From an optimization exercise on the open Yosys and OpenROAD flow, aimed at small area, a short achievable clock period and few clock cycles per item; shortcuts taken in it are not production practice.
Function was not checked in any run shown here: the RTL went through the layout flow alone.

==> flow/design.v, too long to show whole: its modules and the start of the top module <==
// module blk_enc: 1335 lines
module blk_enc (
    input  wire         clk,
    input  wire         rst_n,
    input  wire         in_valid,
    output wire         in_ready,
    input  wire [31:0]  in_data,
    input  wire [4:0]   cfg_fmt,
    input  wire [1:0]   cfg_mode,
    input  wire [31:0]  cfg_seed,
    input  wire [31:0]  cfg_idx,
    output wire         out_valid,
    input  wire         out_ready,
    output wire [15:0]  out_head,
    output wire [255:0] out_elems,
    output wire         out_overflow,
    output wire [5:0]   out_lost
);
  // ...
==> flow/flow/run.sh <==
#!/bin/bash
# Standard layout (the standard.sh: standard synthesis, floorplan, place,
# CTS, route), with the port buffers made of sky130_fd_sc_hd__buf_2 cells
# instead of the resizer's default pick.
set -euo pipefail
export BUFFER_PORTS_ARGS="-buffer_cell sky130_fd_sc_hd__buf_2"
bash standard.sh > standard_flow.log 2>&1
==> flow/standard.sh <==
#!/bin/bash
# synth_recipe.tcl (not shown) runs the flow's synth.tcl, then flattens the netlist and writes it again
# the make line also repeats each setting of config.mk as NAME=value (left out here)
make -C /OpenROAD-flow-scripts/flow DESIGN_CONFIG=/design/flow/config.mk WORK_HOME=/design/flow/orfs CLKGATE_MAP_FILE= SYNTH_SCRIPT=/design/flow/synth_recipe.tcl "${@:-finish}"
==> flow/config.mk <==
export PLATFORM = sky130hd
export DESIGN_NAME = blk_enc
export DESIGN_NICKNAME = blk_enc
export VERILOG_FILES = /design/flow/design.v
export SDC_FILE = /design/flow/constraint.sdc
export NUM_CORES = 4
export LEC_CHECK = 0
export CAP_MARGIN = 20
export CORE_MARGIN = 2
export CORE_UTILIZATION = 40
export CTS_CLUSTER_DIAMETER = 100
export CTS_CLUSTER_SIZE = 20
export PLACE_DENSITY = 0.6
export SLEW_MARGIN = 20
==> flow/constraint.sdc <==
create_clock -name core_clock -period 30.0 [get_ports {clk}]
set_input_delay 6.0000 -clock core_clock [delete_from_list [all_inputs] [get_ports {clk}]]
set_output_delay 6.0000 -clock core_clock [all_outputs]
set_load 0.01 [all_outputs]
==> impl_results.md, run 1 <==
- Status: complete, no violations
- H-tree levels: 3
- Min Hold Slack: 0.309 ns
- Met1 Usage GRT: 22.5%
- Area of the multi-input gates: 23400 um2
- Sequential Area: 41800 um2
- Complex-gate fraction of the synthesized area: 6.05%
- Multi-input gate count: 2518
- Die area: 172000 um2
- Predominant post-synthesis flop cell: dfxtp_1
- R2R depth: 23
- Netlist cell types: 93
- 1st-iter DRT viols: 2101
- Sequential share of the synthesized area: 61.9%
- Most common cell on crit path: xnor2_1
- HPWL Detailed: 106000 um
- Worst hold endpoint: ring[50]
- Yosys Warn Count: 2
- Largest family of logic cells by synthesized area: adder cells
- Tot GR Track Use: 16.6%
- Clock Latency Late Sink: 0.79 ns
- M1 WL: 65500 um
- Most common cell in the netlist: dfxtp_1
- Routed wire length: 143000 um
- Worst setup path endpoint: g2[15]
- Met2 usage: 27.3%
- Clk buf depth: 3
- Input/output buffers: 387
- Reg-to-reg slack, setup: 22.32 ns
- Slew HR: 28.2%
- Fin Clk Skew: 0.0781 ns
- Dpl cells: 7451
- Syn Inst Count: 4903
- # setup viols final: 0
- DRC viols: 0
- Largest net degree at the start of global routing: 93
- Placer Congestion: 0.886
- Hold Path Depth: 0
- Actual slew at the worst max-slew pin: 1.08 ns
==> inputs of run 2 (changes only) <==
--- a/flow/design.v
+++ b/flow/design.v
@@ -87,31 +87,36 @@
         input [22:0] f;
         input [1:0]  sm;
         case (sm)
             2'd1:    gtfrac = f[22] & f[21] & (f[20:0] != 21'd0);
             2'd2:    gtfrac = f[22] & f[21] & f[20] & (f[19:0] != 20'd0);
             default: gtfrac = f[22] & (f[21:0] != 22'd0);
         endcase
     endfunction
-    function [8:0] keyf;
+    function [9:0] okeyf;
         input [30:0] a;
         input [1:0]  sm;
         reg   [4:0]  p;
         reg   [22:0] fr;
         begin
             if (a[30:23] != 8'd0)
-                keyf = {1'b0, a[30:23]} + 9'd22 + {8'd0, gtfrac(a[22:0], sm)};
+                okeyf = {1'b1, a[30:23], gtfrac(a[22:0], sm)};
             else begin
                 p  = msb24({1'b0, a[22:0]});
                 fr = a[22:0] << (5'd23 - p);
-                keyf = {4'd0, p} + {8'd0, gtfrac(fr, sm)};
+                okeyf = {4'b0000, p, gtfrac(fr, sm)};
             end
         end
     endfunction
+    function [8:0] dkey;
+        input [9:0] k;
+        dkey = k[9] ? {1'b0, k[8:1]} + 9'd22 + {8'd0, k[0]}
+                    : {4'd0, k[5:1]} + {8'd0, k[0]};
+    endfunction
     function [31:0] add32;
         input [31:0] a, b;
         reg [31:0] p, g, gg, pp;
         begin
             p = a ^ b;
             g = a & b;
             gg = g; pp = p;
             gg[1] = gg[1] | (pp[1] & gg[0]); pp[1] = pp[1] & pp[0];
@@ -1041,34 +1046,39 @@
     wire [31:0]      slot0 = ring[31:0];
     wire [31:0]      slotl = ring[32*NC-1 -: 32];
     always @(posedge clk)
         ring <= {fire ? in_data : slot0, ring[32*NC-1:32]};
     reg  [4:0]  fmt_in, fmt_blk;
     reg  [1:0]  mode_in, mode_blk;
     reg         lf;           
     reg  [4:0]  lj;           
-    reg  [8:0]  fmx, bmx;     
+    reg  [9:0]  fmx, bmx;     
     reg         fnz, bnz;     
     reg         r_nan, r_inf;
     reg  [8:0]  hk [0:3];     
     reg  [3:0]  zf;           
     reg  [8:0]  hm;           
     reg         f_any, f_nan, f_inf;
     wire        w_ff  = (slotl[30:23] == 8'hFF);
     wire        w_nan = w_ff && (slotl[22:0] != 23'd0);
     wire        w_inf = w_ff && (slotl[22:0] == 23'd0);
     wire        w_nz  = !w_ff && (slotl[30:0] != 31'd0);
-    wire [8:0]  w_key = keyf(slotl[30:0], f_sigm(fmt_in));
+    wire [9:0]  w_key = okeyf(slotl[30:0], f_sigm(fmt_in));
     wire        ff    = (lj[2:0] == 3'd0);
     wire        fb    = (lj == 5'd0);
     wire        nfnz  = (!ff && fnz) || w_nz;
     wire        nbnz  = (!fb && bnz) || w_nz;
-    wire [8:0]  nfmx  = (w_nz && (ff || !fnz || w_key > fmx)) ? w_key : fmx;
-    wire [8:0]  nbmx  = (w_nz && (fb || !bnz || w_key > bmx)) ? w_key : bmx;
+    wire        fsel  = w_nz && (ff || !fnz || w_key > fmx);
+    wire        bsel  = w_nz && (fb || !bnz || w_key > bmx);
+    wire [9:0]  nfmx  = fsel ? w_key : fmx;
+    wire [9:0]  nbmx  = bsel ? w_key : bmx;
+    wire [8:0]  w_dk  = dkey(w_key);
+    wire [8:0]  nfdk  = fsel ? w_dk : dkey(fmx);
+    wire [8:0]  nbdk  = bsel ? w_dk : dkey(bmx);
     wire        nnan  = (!fb && r_nan) || w_nan;
     wire        ninf  = (!fb && r_inf) || w_inf;
     always @(posedge clk) begin
         if (w0) begin
             fmt_in  <= cfg_fmt;
             mode_in <= cfg_mode;
         end
         if (lf && lj == 5'd31) begin
@@ -1078,21 +1088,21 @@
         if (lf) begin
             fmx   <= nfmx;
             fnz   <= nfnz;
             bmx   <= nbmx;
             bnz   <= nbnz;
             r_nan <= nnan;
             r_inf <= ninf;
             if (lj[2:0] == 3'd7) begin
-                hk[lj[4:3]] <= nfmx;
+                hk[lj[4:3]] <= nfdk;
                 zf[lj[4:3]] <= !nfnz;
             end
             if (lj == 5'd31) begin
-                hm    <= nbmx;
+                hm    <= nbdk;
                 f_any <= nbnz;
                 f_nan <= nnan;
                 f_inf <= ninf;
             end
         end
     end
     reg  [31:0] ma, mq;
     reg  [4:0]  mcnt;
==> flow/config.mk (replaced) <==
export PLATFORM = sky130hd
export DESIGN_NAME = blk_enc
export DESIGN_NICKNAME = blk_enc
export VERILOG_FILES = /design/flow/design.v
export SDC_FILE = /design/flow/constraint.sdc
export NUM_CORES = 4
export LEC_CHECK = 0
export CAP_MARGIN = 20
export CORE_MARGIN = 2
export CORE_UTILIZATION = 40
export PLACE_DENSITY = 0.6
export SLEW_MARGIN = 20
==> run 2 against run 1 <==
  * Non-clock buffer count increased by 6
  * Still clean on timing, DRC and antenna
  * First-iteration DRC count is 25% higher
  * Via count grew 4.0%
  * Critical path depth decreased by 22
  * Routed wire length is 1.2% higher
==> impl_results.md, run 2 <==
- Sequential share of the synthesized area: 61.6% (-0.33 points)
- Reg-to-reg slack, setup: 23.02 ns (+0.70 ns)
- Critical-path cell list: buf_2
- Synth cell count leaders: dfxtp_1 (1112), edfxtp_1 (652), inv_1 (523), fa_1 (338), ha_1 (334)
- Slew HR: 25.6% (-2.6 points)
- Synth area leader: dfxtp_1
- Max Fclk: 134 MHz
- Post-cts resize count: 0
- Vias: 37.8k
- DRC viols: 0 (unchanged)
- CTS tree: yes
- Crit. End Element: output port
- Post-place setup slack: 22.09 ns
- Synth top area share: 32.8%
- Antenna Nets Post-Route: 0
- Yosys Warn Count: 2 (unchanged)
- Vias in the first global route: 38.5k
- RSZ-0062 raised after global routing: false
- Max FFs per register: 1056
- Postcts setup bufs: 0
- RR Startpoint: d1[2]
- Tot GR Track Use: 16.7% (+0.15 points)
- EDFF count, synth: 652
- Critical path arrival: 1.48 ns
- Min Clock Period, post-route: 7.48 ns
- Worst-path clk slew: 0.06 ns
- Fin crit share: 24.9%
- Largest family of logic cells by synthesized area: adder cells
- Worst hold path class: reg2reg
- Buf/Inv on CP: 1
- #FFs+latches synth: 1764
- FFs w/ async S/R, synth: 0%
- Num CTS Buffers: 171
- Placer Congestion: 0.883 (-0.39%)
- Final hold viol count: 0
- Most frequent cells in the layout: dfxtp_1 (1112), edfxtp_1 (652), inv_1 (522), buf_2 (387), fa_1 (338)
- Share of cells above drive strength 1: 15.7%
- Biggest cell delay along the critical path: 0.43 ns
- Commonest non-fill, non-tap cell in the layout: dfxtp_1
- Status: complete, no violations
- Grt ovf: 0
- 1st-iter DRT viols: 2629 (+25%)
- Pins Over Slew Limit: 0
- Startpoint of the worst hold path: ring[232]
- Hold-fix buffers at CTS: 0
- Area grow syn2layout: 15.7%
- # setup viols final: 0 (unchanged)
- Largest Register: ring
- Layout Nets: 6305
- Clk buf depth: 3 (unchanged)
- Initial Util: 40.2%
- Actual slew at the worst max-slew pin: 1.12 ns (+0.0411 ns)
- Die W: 416 um
- R2R depth: 32 (+39%)
- Routed len/inst: 18.4 um
- Max_cap viols: 0
- Syn Inst Count: 5014 (+2.3%)
- Worst hold endpoint: ring[200]
- Largest net degree at the start of global routing: 80 (-14%)
- Predominant post-synthesis flop cell: dfxtp_1
- Global-route wire length before repair: 225000 um
- Input/output buffers: 387 (unchanged)
- Initial antenna violation count: 17
- I/O Pins: 388
- CP top delay family: flip-flops
- R2R Path End: s2_rest
- Routed wire length: 145000 um (+1.2%)
- CP startpoint kind: flop
- Complex-gate fraction of the synthesized area: 6.44% (+0.39 points)
- Synthesized cell area: 67900 um2
- CP required: 24.00 ns
- Core Area: 169000 um2
- Simple-Gate Fraction of Synth Area: 6.01%
- Critical path's slowest cell: dfxtp_1
- Adder-Cell Fraction of Synth Area: 16.1%
- Final worst slack: 22.52 ns
- Crit-path max FO: 4
- Num rows: 151
- Syn avg cell area: 13.5 um2
- Clock root buffer: clkbuf_16
- Die height: 416 um
- Most common cell in the netlist: dfxtp_1
- CTS Sinks: 1764
- DRT Pass-1 Iters: 5
- Largest cells by area after synthesis: dfxtp_1 (33%), edfxtp_1 (29%), fa_1 (10%)
- Crit Path Class: reg2out
- HPWL Detailed: 107000 um (+0.50%)
- Clock Latency Late Sink: 0.80 ns (about the same)
- Hold Path Depth: 0 (unchanged)
- Xor/xnor cell area share of the yosys netlist: 3.49%
- H-tree levels: 4 (+1)
- Post-synthesis mux area share: 2.74%
- Die area: 173000 um2 (+0.68%)
- Fin Clk Skew: 0.0622 ns (-0.0160 ns)
- Setup TNS: 0 ns
- Netlist cell types: 88 (-5.4%)
- Vias per std cell: 4.79
[run 2: cell count changes in the layout (fill, tap and decap cells not counted), sizes merged, moves of 16 or more]
cell,delta
a21oi,+25
clkbuf,+89
clkinv,+51
mux2,-16
nand2,+16
nor2,+20
o21ai,+24
[run 2: worst register-to-register path, delay by kind of cell, from the launching register on]
family	cells	cell delay [ns]
AO/OA/AOI/OAI	18	3.19
adder cells (fa/ha/maj)	5	1.77
flip-flops	1	0.52
AND/OR/NAND/NOR	8	1.12
buffers and inverters	1	0.14
[run 2: cell families (layout without fill, tap and decap cells)]
group	after synthesis	in the layout
AOI/OAI and AO/OA	658	658
xor gates and xnor gates	271	271
adders and majority gates	672	672
buffers and inverters	632	1290
DFF	1764	1764
muxes	149	149
other	1	7
and+or+nand+nor	867	867
[run 2: area by class of cell]
class	instances	area [um2]
Multi-Input combinational cell	2619	23800
Inverter	526	1980
Sequential cell	1764	41800
Timing Repair Buffer	444	2360
Antenna cell	5	12.5
Clock buffer	223	4730
Tap cell	2218	2780
Clock inverter	97	1100
Fill cell	14893	90500
[run 2: how the worst max path moves through the flow]
stage                           from         end  slack (ns)  cells after the start
after floorplan            out_ready  elems_r[0]       21.72                      2
after global placement     out_ready    out_j[3]       22.09                      7
after detailed placement   out_ready    out_j[3]       22.09                      7
after CTS                 in_ready_r    in_ready       22.42                      1
after global routing      in_ready_r    in_ready       22.43                      1
final                     in_ready_r    in_ready       22.52                      1
[run 2: layer usage]
layer	part of all wire [%]	global-route usage (%)	wire (um)
met1	44	21.6	63500
met5	0	0	0
met4	3.6	6.68	5280
met3	5.0	3.01	7270
met2	48	27.8	69100
[run 2: stage by stage]
step	instance area (um2)	utilization, %	hold slack, ns	std cells
2_1_floorplan	67900	-	0.310	5015
3_3_place_gp	72700	43.0	0.310	7571
3_5_place_dp	72700	43.0	0.312	7571
4_1_cts	78600	46.5	0.301	7891
5_1_grt	78600	46.5	0.313	7894
6_report	78600	46.5	0.300	7896
==> inputs of run 3 (changes only) <==
--- a/flow/config.mk
+++ b/flow/config.mk
@@ -10,2 +10,4 @@
 export CORE_UTILIZATION = 40
+export CTS_CLUSTER_DIAMETER = 100
+export CTS_CLUSTER_SIZE = 24
 export PLACE_DENSITY = 0.6
==> run 3 against run 2 <==
  * Critical path type unchanged
  * Sequential share of layout area increased by 2.2 points
  * Largest cell class unchanged
  * Setup slack better by 0.039 ns
  * Routed wire length decreased by 1.5%
  * Via count down 1.7%
  * Critical path depth did not move
==> impl_results.md, run 3 <==
- Status: complete, no violations
- Pins Over Slew Limit: 0 (unchanged)
- R2R depth: 32 (unchanged)
- Crit-path max FO: 4 (unchanged)
- Routed wire length: 143000 um (-1.5%)
- Vias in the first global route: 37.5k (-2.6%)
- Crit Path Class: reg2out
- Share of cells above drive strength 1: 13.1% (-2.5 points)
- Synth area leader: dfxtp_1
- 1st-iter DRT viols: 2509 (-4.6%)
- #FFs+latches synth: 1764 (unchanged)
- Yosys Warn Count: 2 (unchanged)
- Most common cell in the netlist: dfxtp_1
- Global-route wire length before repair: 220000 um (-1.9%)
- Largest net degree at the start of global routing: 80 (unchanged)
- CP Depth: 1 (unchanged)
- Largest Register: ring
- Min Clock Period, post-route: 7.44 ns (-0.0391 ns)
- Input/output buffers: 387 (unchanged)
- Worst hold path class: reg2reg
- Synthesized cell area: 67900 um2 (unchanged)
- Critical path's slowest cell: dfxtp_1
- RR Startpoint: d1[2]
- Sequential share of the synthesized area: 61.6% (unchanged)
- Die W: 416 um (unchanged)
- Sequential Area: 41800 um2 (unchanged)
- Vias: 37.2k (-1.7%)
- Worst setup path endpoint: in_ready
- Commonest non-fill, non-tap cell in the layout: dfxtp_1
- Clock root buffer: clkbuf_16
- Area of the multi-input gates: 23800 um2 (about the same)
- EDFF count, synth: 652 (unchanged)
- Synth top area share: 32.8% (unchanged)
- Synth cell count leaders: dfxtp_1 (1112), edfxtp_1 (652), inv_1 (523), fa_1 (338), ha_1 (334)
- I/O Pins: 388 (unchanged)
- Clk buf depth: 3 (unchanged)
- Final hold viol count: 0 (unchanged)
- Reg-to-reg slack, setup: 23.08 ns (+0.06 ns)
- Post-cts resize count: 0 (unchanged)
- Crit. End Element: output port
- Num rows: 151 (unchanged)
- Postcts setup bufs: 0 (unchanged)
- Grt ovf: 0 (unchanged)
- Netlist cell types: 88 (unchanged)
- Num CTS Buffers: 89 (-48%)
- HPWL Detailed: 107000 um (unchanged)
- DRT Pass-1 Iters: 6 (+1)
- Hold-fix buffers at CTS: 0 (unchanged)
- Routed len/inst: 18.5 um (+0.86%)
- Worst Setup SP: in_ready_r
- Setup TNS: 0 ns (unchanged)
- Predominant post-synthesis flop cell: dfxtp_1
- Core Area: 169000 um2 (unchanged)
- Max_cap viols: 0 (unchanged)
- Initial Util: 40.2% (unchanged)
- # setup viols final: 0 (unchanged)
- RSZ-0062 raised after global routing: false
- CTS Sinks: 1764 (unchanged)
- Buf/Inv on CP: 1 (unchanged)
- CP startpoint kind: flop
- Area grow syn2layout: 11.1%
- Worst-path clk slew: 0.10 ns (+0.04 ns)
- CP top delay family: flip-flops
- Antenna Nets Post-Route: 0 (unchanged)
- H-tree levels: 3 (-1)
- CP required: 24.00 ns (about the same)
- Tot GR Track Use: 16.4% (-0.34 points)
- Biggest cell delay along the critical path: 0.44 ns (about the same)
- CTS tree: yes
- Layout Nets: 6224 (-1.3%)
- DRC viols: 0 (unchanged)
- Most frequent cells in the layout: dfxtp_1 (1112), edfxtp_1 (652), inv_1 (523), buf_2 (387), fa_1 (338)
- Critical path arrival: 1.44 ns (-0.04 ns)
- # fillers: 15.2k (+2.1%)
- Fin Clk Skew: 0.0560 ns (-0.00612 ns)
- Min Hold Slack: 0.299 ns (-0.00110 ns)
- Die area: 173000 um2 (unchanged)
- Syn Inst Count: 5014 (unchanged)
- Fin crit share: 24.8% (-0.13 points)
- Clock Latency Late Sink: 0.75 ns (-0.05 ns)
- R2R Path End: s2_rest
- Die height: 416 um (unchanged)
- Placer Congestion: 0.883 (unchanged)
- Initial antenna violation count: 16 (-1)
- Slew HR: 26.0% (+0.44 points)
- Vias per std cell: 4.82 (+0.69%)
- FFs w/ async S/R, synth: 0% (unchanged)
- Critical-path cell list: buf_2
- Max Fclk: 134 MHz (+0.53%)
- Largest cells by area after synthesis: dfxtp_1 (33%), edfxtp_1 (29%), fa_1 (10%)
- Max FFs per register: 1056 (unchanged)
- Syn avg cell area: 13.5 um2 (unchanged)
- Actual slew at the worst max-slew pin: 1.11 ns (-0.00660 ns)
==> run 3: changes by cell type in the layout (fill, tap and decap cells not counted), moves of 6 or more <==
cell and change:
clkinv_2 -25, clkbuf_16 -86, clkinv_1 -14, inv_6 -6, clkbuf_8 -16, clkbuf_1 -6
bufinv_16 -10, clkinv_4 -6, clkinvlp_4 -9
==> run 3: worst min path at each step <==
stage          startpoint        end  cells past startpoint
2_1_floorplan    ring[32]    ring[0]                      0
3_3_place_gp    ring[196]  ring[164]                      0
3_5_place_dp    ring[975]  ring[943]                      0
4_1_cts         ring[362]  ring[330]                      0
5_1_grt          ring[68]   ring[36]                      0
6_report        ring[130]   ring[98]                      0
==> run 3: metal layers <==
layer	part of all wire [%]	global-route usage (%)	vias to the layer above
met5	0	0	-
met4	3.6	5.95	0
met3	4.9	2.66	228
met2	48	27.5	1011
met1	44	21.5	18094
li1	-	-	17823
==> run 3: layout make-up <==
type | count | share of cell area (%)
Antenna cell | 5 | 0.0166
Clock buffer | 115 | 3.09
Clock inverter | 19 | 0.436
Inverter | 526 | 2.62
Multi-Input combinational cell | 2619 | 31.5
Sequential cell | 1764 | 55.5
Tap cell | 2218 | 3.68
Timing Repair Buffer | 445 | 3.14
==> run 3: per-stage QoR <==
| step | setup WS, ns | area (um2) | utilization, % | std cells |
|---|---|---|---|---|
| finish | 22.56 | 75400 | 44.6 | 7711 |
| floorplan | 21.72 | 67900 | - | 5015 |
| global route | 22.46 | 75400 | 44.6 | 7709 |
| CTS | 22.45 | 75400 | 44.6 | 7705 |
| global placement | 22.09 | 72700 | 43.0 | 7571 |
| detailed placement | 22.09 | 72700 | 43.0 | 7571 |
==> run 3: logic make-up (layout without fill, tap and decap cells) <==
logic type | Yosys count | count (layout) | synth area share [%]
mux | 149 | 149 | 2.74
fa+ha+maj | 672 | 672 | 16.1
other cells | 1 | 7 | 0.00552
buf+inv | 632 | 1105 | 3.58
xor+xnor | 271 | 271 | 3.49
compound gates | 658 | 658 | 6.44
flops | 1764 | 1764 | 61.6
simple gates | 867 | 867 | 6.01

## static timing again, ports no longer ideal
The results above use ideal ports. As a check the final layouts listed here were re-extracted and re-timed, cells and wires unchanged. Step 1 assumes that a clkbuf_16 drives the clock port and a buf_2 every other input. Step 2 also shifts input and output timing later by t, the mid clock arrival at the registers, as if the neighbouring blocks saw the same clock. Slacks: ideal ports / drivers / drivers and shift; pairs: ideal ports / drivers.
run | t (ns) | setup WS [ns] | worst setup path after step 2 | worst data-port slew with drivers (ns)
run 1 | 0.821 | 22.322 / 22.322 / 22.209 | input to register | 0.14
run 2 | 0.847 | 22.525 / 22.452 / 22.339 | input to register | 0.17
run 3 | 0.796 | 22.564 / 22.491 / 22.360 | input to register | 0.17
After both steps setup and hold are still met in every run listed. The setup slack of run 3, which loses most, moves by -0.073 ns with the drivers and by -0.204 ns with both steps.
